This is an optimization exercise on Yosys and OpenROAD, whose aim is small area, a short achievable clock period and few clock cycles per item, not a production implementation.
In this exercise RTL edits were held to simulation tests only and were not proved equivalent to the original.
Power is estimated from default activity; no workload was simulated.

==> inputs of trial 80 <==
==> flow/design.v <==
module qarea (
    input  wire        clk,
    input  wire        rst,
    input  wire        in_valid,
    output wire        in_ready,
    input  wire [33:0] in_h,
    input  wire [32:0] in_d,
    input  wire [33:0] in_dy,
    input  wire [32:0] in_ua,
    input  wire [32:0] in_ub,
    output reg         out_valid,
    output reg  [24:0] out_q,
    output reg         out_part
);
    reg st_idle, st_p1, st_c0, st_c1, st_c2, st_mul, st_div, st_out;
    reg        first;        
    reg [4:0]  cnt;
    reg [1:0]  kcls;         
    reg [33:0] h;
    reg [41:0] my;           
    wire [33:0] dy = my[33:0];
    reg [34:0] dr;           
    reg [34:0] uar;          
    reg [6:0]  w;            
    reg [8:0]  wsh;          
    reg [46:0] A;
    reg [45:0] T;
    reg        aovf, asgn;
    reg [66:0] B;
    reg [93:0] R;
    reg        cmp, flat;
    reg        f_higtM, f_loneg;
    reg [2:0]  dD, dU, dW, dR;       
    assign in_ready = st_idle | st_out;
    function [2:0] booth;    
        input [2:0] t;
        booth = {t[2], t[2] ? ~(t[1] | t[0]) : (t[1] & t[0]), t[1] ^ t[0]};
    endfunction
    wire [32:0] D   = dr[32:0];                  
    wire [46:0] M   = {8'd0, D, 6'd0};
    wire [33:0] s   = dy[33] ? (~dy + 34'd1) : dy;
    wire [46:0] hx  = {{13{h[33]}}, h};
    wire [46:0] dyx = {{13{dy[33]}}, dy};
    wire [46:0] bh  = ((dD[0] ? hx  : 47'd0) | (dD[1] ? {hx[45:0], 1'b0}  : 47'd0)) ^ {47{dD[2]}};
    wire [46:0] bu  = ((dU[0] ? dyx : 47'd0) | (dU[1] ? {dyx[45:0], 1'b0} : 47'd0)) ^ {47{dU[2]}};
    wire [45:0] bw  = ((dW[0] ? dyx[45:0] : 46'd0) | (dW[1] ? {dyx[44:0], 1'b0} : 46'd0)) ^ {46{dW[2]}};
    wire a_out  = (A[46:43] != 4'b0000) && (A[46:43] != 4'b1111);    
    wire hi_le0 = T[45] | (T == 46'd0);
    wire lo_geM = ~A[46] & ((A[45:39] != 7'd0) | (A[38:0] >= M[38:0]));
    wire hi_gtM = ~T[45] & ((T[44:39] != 6'd0) | (T[38:0] >  M[38:0]));
    wire [1:0] fcase = {f_higtM, f_loneg};    
    wire        rem_nz = (R[93:26] != 68'd0);
    wire        up   = ~flat & R[0] & (rem_nz | R[1]);
    wire [24:0] full = {w, 18'd0};
    wire [24:0] qr   = R[25:1];
    reg  [46:0] x1, x2, x3;
    reg         cin;
    always @(*) begin
        x1 = A; x2 = {T[45], T}; x3 = 47'd0; cin = 1'b0;
        if (st_p1) begin
            x1 = {A[44:0], 1'b0, dD[2]};
            x2 = bh;
            x3 = bu;
            cin = dU[2];
        end else if (st_c2) begin
            case (fcase)
                2'd0: begin x1 = A; x2 = {T[45], T}; end
                2'd1: begin x1 = {T[45], T}; x2 = 47'd0; end
                2'd2: begin x1 = M; x2 = ~A; cin = 1'b1; end
                default: begin x1 = {T, 1'b0}; x2 = ~M; cin = 1'b1; end
            endcase
        end
    end
    wire [46:0] asum = x1 + x2 + x3 + {46'd0, cin};
    wire [24:0] res  = cmp ? (full + ~qr + {24'd0, ~up}) : (qr + {24'd0, up});
    wire        part = (res != 25'd0) && (res != full);
    wire [45:0] tsum = {T[43:0], 2'b00} + bw + {45'd0, dW[2]};
    wire [43:0] mc   = {{2{my[41]}}, my};
    wire [82:0] mext = {{39{mc[43]}}, mc};
    wire [82:0] bm   = ((dR[0] ? mext : 83'd0) | (dR[1] ? {mext[81:0], 1'b0} : 83'd0)) ^ {83{dR[2]}};
    wire        rneg = R[93];
    wire [82:0] xv   = st_div ? {R[93], R[92:11]} : {1'b0, R[91:10]};
    wire [82:0] yv   = st_div ? (rneg ? {2'b00, B, 14'h0000} : {2'b11, ~B, 14'h3FFF}) : bm;
    wire        rcin = st_div ? ~rneg : dR[2];
    wire [82:0] rs   = xv + yv + {82'd0, rcin};
    wire [93:0] rnext = st_div ? {rs[81:0], R[10:0], ~rs[82]}
                               : {rs[81:0], R[9:0], 2'b00};
    wire        in_k0  = (in_d[32:7] == 26'd0);
    wire        in_k1  = (in_d[32:15] == 18'd0);
    wire [6:0]  in_w   = in_ub[6:0] - in_ua[6:0];
    wire [2:0]  in_tD  = in_k0 ? {1'b0, in_d[6:5]}  : in_k1 ? {1'b0, in_d[14:13]}  : {1'b0, in_d[32:31]};
    wire [2:0]  in_tU  = in_k0 ? {1'b0, in_ua[6:5]} : in_k1 ? {1'b0, in_ua[14:13]} : {1'b0, in_ua[32:31]};
    wire [6:0]  hcl    = h[33] ? 7'd0 : (h[32:6] != 27'd0) ? 7'd64 : {1'b0, h[5:0]};
    wire        accept = in_valid & in_ready;
    wire        isflat = (dy == 34'd0);
    reg  [2:0]  g_first;
    always @(*) begin
        case (fcase)
            2'd0:    g_first = {1'b0, w[6:5]};
            2'd3:    g_first = 3'b010;
            default: case (kcls)
                         2'd0:    g_first = {1'b0, asum[12:11]};
                         2'd1:    g_first = {1'b0, asum[20:19]};
                         default: g_first = {1'b0, asum[38:37]};
                     endcase
        endcase
    end
    always @(posedge clk) begin
        begin
            out_valid <= 1'b0;
            if (st_out) begin
                out_q     <= res;
                out_part  <= part;
                out_valid <= 1'b1;
                st_out    <= 1'b0;
                st_idle   <= 1'b1;
            end
            if (accept) begin
                st_idle <= 1'b0;
                st_out  <= 1'b0;
                st_p1   <= 1'b1;
            end
            if (in_ready) begin
                first   <= 1'b1;
                h    <= in_h;
                my   <= {{8{in_dy[33]}}, in_dy};
                w    <= in_w;
                wsh  <= {1'b0, in_w, 1'b0};
                dW   <= booth({1'b0, in_w[6:5]});
                dD   <= booth(in_tD);
                dU   <= booth(in_tU);
                dR   <= booth(in_tD) ^ {in_dy[33], 2'b00};
                A    <= 47'd0;
                T    <= 46'd0;
                R    <= 94'd0;
                aovf <= 1'b0;
                cmp  <= 1'b0;
                flat <= 1'b0;
                if (in_k0) begin
                    kcls <= 2'd0;
                    dr   <= {in_d[7:0], 27'd0};
                    uar  <= {in_ua[7:0], 27'd0};
                    cnt  <= 5'd3;
                end else if (in_k1) begin
                    kcls <= 2'd1;
                    dr   <= {in_d[15:0], 19'd0};
                    uar  <= {in_ua[15:0], 19'd0};
                    cnt  <= 5'd7;
                end else begin
                    kcls <= 2'd2;
                    dr   <= {1'b0, in_d, 1'b0};
                    uar  <= {1'b0, in_ua, 1'b0};
                    cnt  <= 5'd16;
                end
            end
            if (st_p1) begin
                first <= 1'b0;
                if (first && isflat) begin
                    flat   <= 1'b1;
                    my     <= {34'd0, hcl, 1'b0};
                    T      <= {1'b0, w, 1'b0, 37'd0};
                    dR     <= dW;
                    cnt    <= 5'd3;
                    st_p1  <= 1'b0;
                    st_mul <= 1'b1;
                end else begin
                    dr  <= {dr[32:0], dr[34:33]};
                    uar <= {uar[32:0], 2'b00};
                    dD  <= booth(dr[32:30]);
                    dU  <= booth(uar[32:30]);
                    dR  <= booth(dr[32:30]) ^ {dy[33], 2'b00};
                    A   <= asum;
                    if (!aovf && a_out) begin
                        aovf <= 1'b1;
                        asgn <= A[46];
                    end
                    R   <= rnext;
                    if (cnt < 5'd4) begin
                        T   <= tsum;
                        wsh <= {wsh[6:0], 2'b00};
                        dW  <= booth(wsh[6:4]);
                    end
                    cnt <= cnt - 5'd1;
                    if (cnt == 5'd0) begin
                        st_p1 <= 1'b0;
                        st_c0 <= 1'b1;
                    end
                end
            end
            if (st_c0) begin
                B     <= R[78:12];
                R     <= 94'd0;
                st_c0 <= 1'b0;
                if (aovf | a_out) begin
                    cmp    <= aovf ? ~asgn : ~A[46];
                    st_out <= 1'b1;
                end else begin
                    if (dy[33]) begin
                        A <= asum;
                        T <= A[45:0];
                    end else begin
                        T <= asum[45:0];
                    end
                    st_c1 <= 1'b1;
                end
            end
            if (st_c1) begin
                st_c1   <= 1'b0;
                f_loneg <= A[46];
                f_higtM <= hi_gtM;
                if (hi_le0) begin
                    st_out <= 1'b1;                  
                end else if (lo_geM) begin
                    cmp    <= 1'b1;                  
                    st_out <= 1'b1;
                end else begin
                    st_c2  <= 1'b1;
                end
            end
            if (st_c2) begin
                st_c2  <= 1'b0;
                my     <= asum[41:0];
                st_mul <= 1'b1;
                dR     <= booth(g_first);
                case (fcase)
                    2'd0: begin              
                        T   <= {1'b0, w, 1'b0, 37'd0};
                        cnt <= 5'd3;
                        B   <= {34'd0, D};
                    end
                    2'd3: begin              
                        T   <= {1'b0, 7'd64, 1'b0, 37'd0};
                        cnt <= 5'd3;
                        B   <= {33'd0, s};
                    end
                    default: begin           
                        cmp <= fcase[1];
                        case (kcls)
                            2'd0:    begin T <= {1'b0, asum[12:0], 1'b0, 31'd0}; cnt <= 5'd6;  end
                            2'd1:    begin T <= {1'b0, asum[20:0], 1'b0, 23'd0}; cnt <= 5'd10; end
                            default: begin T <= {1'b0,  asum[38:0], 1'b0, 5'd0};  cnt <= 5'd19; end
                        endcase
                    end
                endcase
            end
            if (st_mul) begin
                R   <= rnext;
                T   <= {T[43:0], 2'b00};
                dR  <= booth(T[43:41]);
                cnt <= cnt - 5'd1;
                if (cnt == 5'd0) begin
                    st_mul <= 1'b0;
                    if (flat) st_out <= 1'b1;
                    else begin
                        cnt    <= 5'd25;
                        st_div <= 1'b1;
                    end
                end
            end
            if (st_div) begin
                R   <= rnext;
                cnt <= cnt - 5'd1;
                if (cnt == 5'd0) begin
                    st_div <= 1'b0;
                    st_out <= 1'b1;
                end
            end
        end
        if (rst) begin
            st_idle <= 1'b1; st_p1 <= 1'b0; st_c0 <= 1'b0; st_c1 <= 1'b0;
            st_c2 <= 1'b0; st_mul <= 1'b0; st_div <= 1'b0; st_out <= 1'b0;
            out_valid <= 1'b0;
        end
    end
endmodule
==> flow/flow/run.sh <==
#!/bin/bash
set -o pipefail
bash standard.sh SETUP_SLACK_MARGIN=11 TNS_END_PERCENT=5 finish > layout.log 2>&1
==> flow/standard.sh <==
#!/bin/bash
# synth_recipe.tcl (not shown) runs the flow's synth.tcl, then flattens the netlist and writes it again
# the make line also repeats each setting of config.mk as NAME=value (left out here)
make -C /OpenROAD-flow-scripts/flow DESIGN_CONFIG=/design/flow/config.mk WORK_HOME=/design/flow/orfs CLKGATE_MAP_FILE= SYNTH_SCRIPT=/design/flow/synth_recipe.tcl "${@:-finish}"
==> flow/config.mk <==
export PLATFORM = sky130hd
export DESIGN_NAME = qarea
export DESIGN_NICKNAME = qarea
export VERILOG_FILES = /design/flow/design.v
export SDC_FILE = /design/flow/constraint.sdc
export NUM_CORES = 4
export LEC_CHECK = 0
export CAP_MARGIN = 20
export CORE_MARGIN = 2
export CORE_UTILIZATION = 40
export PLACE_DENSITY = 0.6
export SLEW_MARGIN = 20
==> flow/constraint.sdc <==
create_clock -name core_clock -period 15.0 [get_ports {clk}]
set_input_delay 3.0000 -clock core_clock [delete_from_list [all_inputs] [get_ports {clk}]]
set_output_delay 3.0000 -clock core_clock [all_outputs]
set_load 0.01 [all_outputs]
==> inputs of trial 66, as changes to trial 80 <==
--- a/flow/design.v
+++ b/flow/design.v
@@ -12,7 +12,7 @@
     output reg  [24:0] out_q,
     output reg         out_part
 );
-    reg st_idle, st_p1, st_c0, st_c1, st_c2, st_mul, st_div, st_out;
+    reg st_idle, st_p1, st_c0, st_c1, st_c2, st_c3, st_mul, st_div, st_out;
     reg        first;        
     reg [4:0]  cnt;
     reg [1:0]  kcls;         
@@ -93,18 +93,6 @@
     wire [6:0]  hcl    = h[33] ? 7'd0 : (h[32:6] != 27'd0) ? 7'd64 : {1'b0, h[5:0]};
     wire        accept = in_valid & in_ready;
     wire        isflat = (dy == 34'd0);
-    reg  [2:0]  g_first;
-    always @(*) begin
-        case (fcase)
-            2'd0:    g_first = {1'b0, w[6:5]};
-            2'd3:    g_first = 3'b010;
-            default: case (kcls)
-                         2'd0:    g_first = {1'b0, asum[12:11]};
-                         2'd1:    g_first = {1'b0, asum[20:19]};
-                         default: g_first = {1'b0, asum[38:37]};
-                     endcase
-        endcase
-    end
     always @(posedge clk) begin
         begin
             out_valid <= 1'b0;
@@ -220,27 +208,34 @@
             if (st_c2) begin
                 st_c2  <= 1'b0;
                 my     <= asum[41:0];
-                st_mul <= 1'b1;
-                dR     <= booth(g_first);
                 case (fcase)
                     2'd0: begin              
-                        T   <= {1'b0, w, 1'b0, 37'd0};
-                        cnt <= 5'd3;
-                        B   <= {34'd0, D};
+                        T      <= {1'b0, w, 1'b0, 37'd0};
+                        dR     <= booth({1'b0, w[6:5]});
+                        cnt    <= 5'd3;
+                        B      <= {34'd0, D};
+                        st_mul <= 1'b1;
                     end
                     2'd3: begin              
-                        T   <= {1'b0, 7'd64, 1'b0, 37'd0};
-                        cnt <= 5'd3;
-                        B   <= {33'd0, s};
+                        T      <= {1'b0, 7'd64, 1'b0, 37'd0};
+                        dR     <= booth(3'b010);
+                        cnt    <= 5'd3;
+                        B      <= {33'd0, s};
+                        st_mul <= 1'b1;
                     end
                     default: begin           
-                        cmp <= fcase[1];
-                        case (kcls)
-                            2'd0:    begin T <= {1'b0, asum[12:0], 1'b0, 31'd0}; cnt <= 5'd6;  end
-                            2'd1:    begin T <= {1'b0, asum[20:0], 1'b0, 23'd0}; cnt <= 5'd10; end
-                            default: begin T <= {1'b0,  asum[38:0], 1'b0, 5'd0};  cnt <= 5'd19; end
-                        endcase
-                    end
+                        cmp    <= fcase[1];
+                        st_c3  <= 1'b1;
+                    end
+                endcase
+            end
+            if (st_c3) begin
+                st_c3  <= 1'b0;
+                st_mul <= 1'b1;
+                case (kcls)
+                    2'd0:    begin T <= {1'b0, my[12:0], 1'b0, 31'd0}; cnt <= 5'd6;  dR <= booth({1'b0, my[12:11]}); end
+                    2'd1:    begin T <= {1'b0, my[20:0], 1'b0, 23'd0}; cnt <= 5'd10; dR <= booth({1'b0, my[20:19]}); end
+                    default: begin T <= {1'b0, my[38:0], 1'b0, 5'd0};  cnt <= 5'd19; dR <= booth({1'b0, my[38:37]}); end
                 endcase
             end
             if (st_mul) begin
@@ -268,7 +263,7 @@
         end
         if (rst) begin
             st_idle <= 1'b1; st_p1 <= 1'b0; st_c0 <= 1'b0; st_c1 <= 1'b0;
-            st_c2 <= 1'b0; st_mul <= 1'b0; st_div <= 1'b0; st_out <= 1'b0;
+            st_c2 <= 1'b0; st_c3 <= 1'b0; st_mul <= 1'b0; st_div <= 1'b0; st_out <= 1'b0;
             out_valid <= 1'b0;
         end
     end
Settings changed: CORE_UTILIZATION 40 to 50, PLACE_DENSITY 0.6 to 0.65.
==> inputs of build 51, as changes to trial 80 <==
--- a/flow/design.v
+++ b/flow/design.v
@@ -17,8 +17,7 @@
     reg [4:0]  cnt;
     reg [1:0]  kcls;         
     reg [33:0] h;
-    reg [41:0] my;           
-    wire [33:0] dy = my[33:0];
+    reg [33:0] dy;
     reg [34:0] dr;           
     reg [34:0] uar;          
     reg [6:0]  w;            
@@ -62,6 +61,10 @@
             x2 = bh;
             x3 = bu;
             cin = dU[2];
+        end else if (st_out) begin
+            x1 = cmp ? {22'd0, full} : 47'd0;
+            x2 = cmp ? {22'h3FFFFF, ~qr} : {22'd0, qr};
+            cin = cmp ^ up;
         end else if (st_c2) begin
             case (fcase)
                 2'd0: begin x1 = A; x2 = {T[45], T}; end
@@ -72,10 +75,10 @@
         end
     end
     wire [46:0] asum = x1 + x2 + x3 + {46'd0, cin};
-    wire [24:0] res  = cmp ? (full + ~qr + {24'd0, ~up}) : (qr + {24'd0, up});
+    wire [24:0] res  = asum[24:0];
     wire        part = (res != 25'd0) && (res != full);
     wire [45:0] tsum = {T[43:0], 2'b00} + bw + {45'd0, dW[2]};
-    wire [43:0] mc   = {{2{my[41]}}, my};
+    wire [43:0] mc   = st_p1 ? {{10{dy[33]}}, dy} : {2'd0, A[41:0]};
     wire [82:0] mext = {{39{mc[43]}}, mc};
     wire [82:0] bm   = ((dR[0] ? mext : 83'd0) | (dR[1] ? {mext[81:0], 1'b0} : 83'd0)) ^ {83{dR[2]}};
     wire        rneg = R[93];
@@ -106,7 +109,11 @@
         endcase
     end
     always @(posedge clk) begin
-        begin
+        if (rst) begin
+            st_idle <= 1'b1; st_p1 <= 1'b0; st_c0 <= 1'b0; st_c1 <= 1'b0;
+            st_c2 <= 1'b0; st_mul <= 1'b0; st_div <= 1'b0; st_out <= 1'b0;
+            out_valid <= 1'b0;
+        end else begin
             out_valid <= 1'b0;
             if (st_out) begin
                 out_q     <= res;
@@ -119,11 +126,9 @@
                 st_idle <= 1'b0;
                 st_out  <= 1'b0;
                 st_p1   <= 1'b1;
-            end
-            if (in_ready) begin
                 first   <= 1'b1;
                 h    <= in_h;
-                my   <= {{8{in_dy[33]}}, in_dy};
+                dy   <= in_dy;
                 w    <= in_w;
                 wsh  <= {1'b0, in_w, 1'b0};
                 dW   <= booth({1'b0, in_w[6:5]});
@@ -157,7 +162,7 @@
                 first <= 1'b0;
                 if (first && isflat) begin
                     flat   <= 1'b1;
-                    my     <= {34'd0, hcl, 1'b0};
+                    A      <= {39'd0, hcl, 1'b0};
                     T      <= {1'b0, w, 1'b0, 37'd0};
                     dR     <= dW;
                     cnt    <= 5'd3;
@@ -219,7 +224,7 @@
             end
             if (st_c2) begin
                 st_c2  <= 1'b0;
-                my     <= asum[41:0];
+                A      <= asum;
                 st_mul <= 1'b1;
                 dR     <= booth(g_first);
                 case (fcase)
@@ -266,10 +271,5 @@
                 end
             end
         end
-        if (rst) begin
-            st_idle <= 1'b1; st_p1 <= 1'b0; st_c0 <= 1'b0; st_c1 <= 1'b0;
-            st_c2 <= 1'b0; st_mul <= 1'b0; st_div <= 1'b0; st_out <= 1'b0;
-            out_valid <= 1'b0;
-        end
     end
 endmodule
==> flow/flow/run.sh (replaced) <==
#!/bin/bash
# Standard layout, with timing repair aimed at a tighter setup margin.
set -o pipefail
bash standard.sh SETUP_SLACK_MARGIN=11 finish > layout.log 2>&1
==> comparison <==
Of trial 80 and trial 66, trial 80 has the higher synthesized cell count (gap about 0.9%, measured against trial 66).
Hold slack: build 51 > trial 80 > trial 66.
Against trial 80, the power of build 51 is higher by 3.3%.
The lowest wire length belongs to trial 66, the highest to build 51.
Sequential share of layout area, highest first: build 51, trial 66, trial 80.
Sequential power, highest first: trial 66, trial 80, build 51.
Core utilization, lowest first: trial 80, build 51, trial 66.
Of trial 80 and trial 66, trial 80 has the higher clock power (gap about 5%, measured against trial 66).
Trial 80 completed without violations. Trial 66 completed without violations. Build 51 ran to the end with no violations.
Testbench counts of trial 80, summed over its fixed seeds: cycles 122,329, items 4,800.
Testbench counts of trial 66, summed over its fixed seeds: cycles 123,507, items 4,800.
Testbench counts of build 51, summed over its fixed seeds: cycles 122,329, items 4,800.

-- static timing again, ports no longer ideal --
The results above use ideal ports. As a check the final layouts listed here were re-extracted and re-timed, cells and wires unchanged. Step 1 (the two cells are an assumption about what drives the block):
set clk [get_ports {clk}]
set_driving_cell -lib_cell sky130_fd_sc_hd__clkbuf_16 $clk
set_driving_cell -lib_cell sky130_fd_sc_hd__buf_2 [delete_from_list [all_inputs] $clk]
Step 2 adds t to the input delays and takes it off the output delays; t is the mean of the earliest and latest rising clock arrival at the registers after step 1. Input paths then give back, and output paths get back, about the clock's delay inside the block. a / b / c = ideal ports / drivers / drivers and shift; a / b = the first two.
run | t (ns) | setup WS [ns] | hold WS [ns] | worst setup path after step 2 | worst slew at a driven data input, ns
trial 80 | 0.774 | 9.412 / 9.412 / 8.926 | 0.455 / 0.455 / 0.455 | input to register | 0.19
trial 66 | 0.764 | 9.595 / 9.595 / 8.882 | 0.448 / 0.448 / 0.448 | input to register | 0.18
build 51 | 0.776 | 8.535 / 8.535 / 8.535 | 0.462 / 0.462 / 0.462 | register to register | 0.16
After both steps setup and hold are still met in every run listed. For trial 66, which loses most, drivers alone change the setup slack by 0.000 ns; drivers and shift together by -0.713 ns.
